This is an optimization exercise on Yosys and OpenROAD, whose aim is small area, a short achievable clock period and few clock cycles per item, not a production implementation.
Function was checked by simulation only, so behaviour that the tests miss may differ from the original.

==> v28 <==
## sgl_flit_rx
module sgl_flit_rx (
  input  wire        clk,
  input  wire        rst,            
  input  wire        in_valid,
  input  wire [63:0] in_data,        
  output wire        in_ready,
  output wire        out_valid,
  output wire [63:0] out_data,       
  output wire        out_last,       
  output wire        out_pass,       
  output wire        out_fec_ok,     
  output wire [2:0]  out_corr,       
  output wire [23:0] out_corr_pos    
);
Settings: LEC_CHECK=0, CAP_MARGIN=20, CORE_MARGIN=2, CORE_UTILIZATION=40, SLEW_MARGIN=20; clock period 14.0 ns.
standard.sh (not shown) runs the stock make flow with config.mk's settings and CLKGATE_MAP_FILE= SYNTH_SCRIPT=/design/flow/synth_recipe.tcl, a recipe that flattens the netlist after the stock synthesis.
==> flow/flow/run.sh <==
#!/bin/bash
# The standard ORFS layout (standard.sh), with three changes to how the
# layout is made (the SDC, clock period and all constraints are unchanged):
#  - ports are buffered with buf_4 instead of the buffer ORFS picks,
#  - CTS inserts no dummy loads,
#  - repair_timing works towards a setup slack margin of 9.5 ns.
# The full make output goes to standard.log; ORFS's per-step logs are under
# orfs/logs.
set -euo pipefail
export BUFFER_PORTS_ARGS="-buffer_cell sky130_fd_sc_hd__buf_4"
export CTS_ARGS="-sink_clustering_enable -repair_clock_nets -dont_use_dummy_load -root_buf sky130_fd_sc_hd__clkbuf_16 -buf_list sky130_fd_sc_hd__clkbuf_8 -sink_clustering_size 20"
export SETUP_SLACK_MARGIN=10.2
bash standard.sh > standard.log 2>&1
==> v38 (differences from v28) <==
--- a/flow/design.v
+++ b/flow/design.v
@@ -42,36 +42,39 @@
     endcase
   endfunction
   reg  [4:0] phi;         
   reg  [4:0] wcnt;        
   reg        in_rdy_q;
   reg        tx_act;      
   reg        ph0_q;       
   reg        ph31_q;      
+  reg        ph1_q;       
   reg        ph_le29_q;   
   wire accept  = in_valid && in_rdy_q;
   wire load    = accept && (wcnt == 5'd31);    
   wire [4:0] phi_n    = (accept && wcnt == 5'd0) ? 5'd1 : phi + 5'd1;
   wire [4:0] wcnt_n   = accept ? wcnt + 5'd1 : wcnt;
   wire       tx_act_n = (phi == 5'd31) ? load : tx_act;
   wire       rdy_n    = (phi_n == wcnt_n) || (wcnt_n == 5'd0 && !tx_act_n);
   always @(posedge clk) begin
     if (rst) begin
       phi      <= 5'd0;
       ph0_q    <= 1'b1;
       ph31_q   <= 1'b0;
+      ph1_q    <= 1'b0;
       ph_le29_q <= 1'b1;
       wcnt     <= 5'd0;
       in_rdy_q <= 1'b1;
       tx_act   <= 1'b0;
     end else begin
       phi      <= phi_n;
       ph0_q    <= (phi_n == 5'd0);
       ph31_q   <= (phi_n == 5'd31);
+      ph1_q    <= (phi_n == 5'd1);
       ph_le29_q <= (phi_n <= 5'd29);
       wcnt     <= wcnt_n;
       in_rdy_q <= rdy_n;
       tx_act   <= tx_act_n;
     end
   end
   reg [2047:0] ring;
   always @(posedge clk) begin
@@ -113,74 +116,79 @@
     if (accept) begin
       for (k = 0; k < 3; k = k + 1) begin
         a0[k] <= ns0[k];
         a1[k] <= ns1[k];
         a2[k] <= ns2[k];
       end
     end
   end
-  reg [2:0] zc_q;
-  reg [2:0] cons_q;
-  always @(posedge clk) begin : chk
-    integer c, m;
-    if (ph0_q) begin
-      for (c = 0; c < 3; c = c + 1) begin
-        m = (c + 2) % 3;
-        zc_q[c]   <= (a0[m] == 8'd0) && (a1[m] == 8'd0) && ((c == 1) || (a2[m] == 8'd0));
-        cons_q[c] <= (c == 1) || (gf_mul(a0[m], a2[m]) == gf_mul(a1[m], a1[m]));
-      end
-    end
-  end
   reg  [7:0] se [0:2];
   reg  [7:0] sr [0:2];
   reg        fnd [0:2];
   reg  [7:0] fps [0:2];
   wire [4:0] s = phi;
   reg  [63:0] mask;
   reg  [2:0]  hit;
   reg  [7:0]  hpos [0:2];
   reg  [7:0]  se_w [0:2];
-  reg  [7:0]  sr_n [0:2];
+  reg  [7:0]  sr_w [0:2];
   always @* begin : search
-    integer g, i, cnt, b, n1;
+    integer g, i, cnt, b;
     reg m;
-    reg [7:0] cv;
     mask = 64'd0;
     for (g = 0; g < 3; g = g + 1) begin
       cnt = (g == 2) ? 2 : 3;
-      n1  = (g == 0) ? 85 : 84;           
       se_w[g] = ph0_q ? a0[(g + 2) % 3] : se[g];
-      sr_n[g] = ph0_q ? gf_mul(a1[(g + 2) % 3], alpha_m(n1 - cnt))
-                      : gf_mulp(sr[g], cnt);
+      sr_w[g] = ph0_q ? gf_mul(a1[(g + 2) % 3], alpha_m((g == 0) ? 85 : 84)) : sr[g];
       hit[g]  = 1'b0;
       hpos[g] = {s, 3'd0};
       for (i = 0; i < 3; i = i + 1) if (g + 3*i < 8) begin
         b  = g + 3*i;
-        cv = ph0_q ? gf_mul(a1[(g + 2) % 3], alpha_m(n1 - i)) : gf_mulp(sr[g], i);
-        m  = (se_w[g] != 8'd0) && (cv == se_w[g]);
+        m  = (se_w[g] != 8'd0) && (gf_mulp(sr_w[g], i) == se_w[g]);
         if (m) begin
           mask[63 - 8*b -: 8] = se_w[g];
           hit[g]  = 1'b1;
           hpos[g] = {s, b[2:0]};
         end
       end
     end
   end
   always @(posedge clk) begin : srch
     integer g, m, cnt;
     for (g = 0; g < 3; g = g + 1) begin
       m   = (g + 1) % 3;
       cnt = (g == 2) ? 2 : 3;
       se[m]  <= se_w[g];
-      sr[m]  <= sr_n[g];
+      sr[m]  <= gf_mulp(sr_w[g], cnt);
       fnd[m] <= (ph0_q ? 1'b0 : fnd[g]) | hit[g];
       fps[m] <= hit[g] ? hpos[g] : fps[g];
     end
   end
+  reg [2:0] zc_q;
+  reg [2:0] cons_q;
+  reg [7:0] s2c;
+  wire [7:0] cx = ph0_q ? a0[2] : se[0];
+  wire [7:0] cy = ph0_q ? a2[2] : s2c;
+  wire [7:0] cz = ph0_q ? a1[2] : sr[0];
+  wire       ceq = (gf_mul(cx, cy) == gf_mul(cz, cz));
+  always @(posedge clk) begin : chk
+    integer c, m;
+    if (ph0_q) begin
+      for (c = 0; c < 3; c = c + 1) begin
+        m = (c + 2) % 3;
+        zc_q[c]   <= (a0[m] == 8'd0) && (a1[m] == 8'd0) && ((c == 1) || (a2[m] == 8'd0));
+      end
+      cons_q[0] <= ceq;
+      cons_q[1] <= 1'b1;
+      s2c       <= gf_mul(a2[1], 8'hA3);    
+    end
+    if (ph1_q)
+      cons_q[2] <= ceq;
+  end
   reg  [63:0] out_data_q;
   reg         out_valid_q, out_last_q, out_pass_q, out_fec_q;
   reg  [2:0]  out_corr_q;
   reg  [63:0] crc;
   reg  [63:0] crc_d_q;                          
   wire [63:0] word_c   = rd_w ^ mask;           
   wire [63:0] crc_next;
   sgl_crc64_upd u_crc (.crc(crc), .d(crc_d_q), .q(crc_next));
==> flow/flow/run.sh (replaced) <==
#!/bin/bash
# The standard ORFS layout (standard.sh), with three changes to how the
# layout is made (the SDC, clock period and all constraints are unchanged):
#  - ports are buffered with buf_2 instead of the buffer ORFS picks,
#  - CTS clusters up to 30 sinks within 60 um and inserts no dummy loads,
#  - repair_timing works towards a setup slack margin of 9.9 ns.
# The full make output goes to standard.log; ORFS's per-step logs are under
# orfs/logs.
set -euo pipefail
export BUFFER_PORTS_ARGS="-buffer_cell sky130_fd_sc_hd__buf_2"
export CTS_ARGS="-sink_clustering_enable -repair_clock_nets -dont_use_dummy_load -sink_clustering_size 30 -sink_clustering_max_diameter 60 -balance_levels"
export SETUP_SLACK_MARGIN=9.9
bash standard.sh > standard.log 2>&1
- CORE_UTILIZATION: 40 -> 62
==> v29 (differences from v28) <==
==> flow/run.sh (new file) <==
#!/bin/bash
# synth_recipe.tcl (not shown) runs the flow's synth.tcl, then flattens the netlist and writes it again
# the make line also repeats each setting of config.mk as NAME=value (left out here)
make -C /OpenROAD-flow-scripts/flow DESIGN_CONFIG=/design/flow/config.mk WORK_HOME=/design/flow/orfs CLKGATE_MAP_FILE= SYNTH_SCRIPT=/design/flow/synth_recipe.tcl finish
removed: flow/flow/run.sh
removed: flow/standard.sh
==> summary.txt <==
- Placed cell count: 6559
- Buffers, non-clock: 287
- Final worst slack: 9.76 ns
- Worst Reg-to-Reg Cells: 9
- Setup Skew: 0.141 ns
- Footprint of the multi-input gates: 19100 um2
- Antenna diodes: 6
- FF-to-FF Start: crc[41]
- Met1 WL: 76900 um
- Cell Area, Synth: 69400 um2
- Seq cells: 2423
- Core area: 111000 um2
- Outcome: finished clean
- Clock Tree Buf Depth: 3
- Placement Rows: 122
-- figures above: v38

==> summary.txt <==
- Worst Reg-to-Reg Cells: 9
- Met1 WL: 84400 um
- Clock Tree Buf Depth: 4
- FF-to-FF Start: crc_d_q[41]
- Setup Skew: 0.0896 ns
- Seq cells: 2414
- Outcome: finished clean
- Footprint of the multi-input gates: 22200 um2
- Placement Rows: 155
- Placed cell count: 7772
- Antenna diodes: 10
- Reg2reg end: crc[35]
- Root buffer cell: clkbuf_16
- Final worst slack: 9.64 ns
- Cell Area, Synth: 72200 um2
-- figures above: v28

==> summary.txt <==
- Outcome: finished clean
- Final worst slack: 8.93 ns
- Clock Tree Buf Depth: 3
- Met1 WL: 86300 um
- Setup Skew: 0.0735 ns
- Post-DP HPWL: 143000 um
- FF-to-FF Start: ph0_q
- Buffers, non-clock: 287
- Worst Reg-to-Reg Cells: 10
- Seq cells: 2414
- Hold path cells: 0
- Antenna diodes: 8
- Core area: 179000 um2
- Placement Rows: 155
- Footprint of the multi-input gates: 21700 um2
- Placed cell count: 7782
-- figures above: v29

Testbench counts of v28, summed over its fixed seeds: cycles 16,648, flits 512.
Testbench counts of v38, summed over its fixed seeds: cycles 16,648, flits 512.
Testbench counts of v29, summed over its fixed seeds: cycles 16,648, flits 512.

==> static timing again, ports no longer ideal <==
The flow's constraints put no driver on any port. The routed layouts listed below were extracted and timed again, unchanged, in two steps. Step 1 assumes that a clkbuf_16 drives the clock port and a buf_2 every other input. Step 2 adds t to the input delays and takes it off the output delays; t is the mean of the earliest and latest rising clock arrival at the registers after step 1. Input paths then give back, and output paths get back, about the clock's delay inside the block. Three values: no drivers, after step 1, after step 2; two values: the first two.
run	t (ns)	setup slack, ns	hold WS [ns]
v28	0.904	9.644 / 9.563 / 9.565	0.251 / 0.251 / 0.251
v38	0.773	9.759 / 9.684 / 9.409	0.249 / 0.249 / 0.249
v29	0.921	8.931 / 8.856 / 8.884	0.280 / 0.280 / 0.280
After both steps every run listed still meets setup and hold. For v38, which loses most, drivers alone change the setup slack by -0.075 ns; drivers and shift together by -0.350 ns.
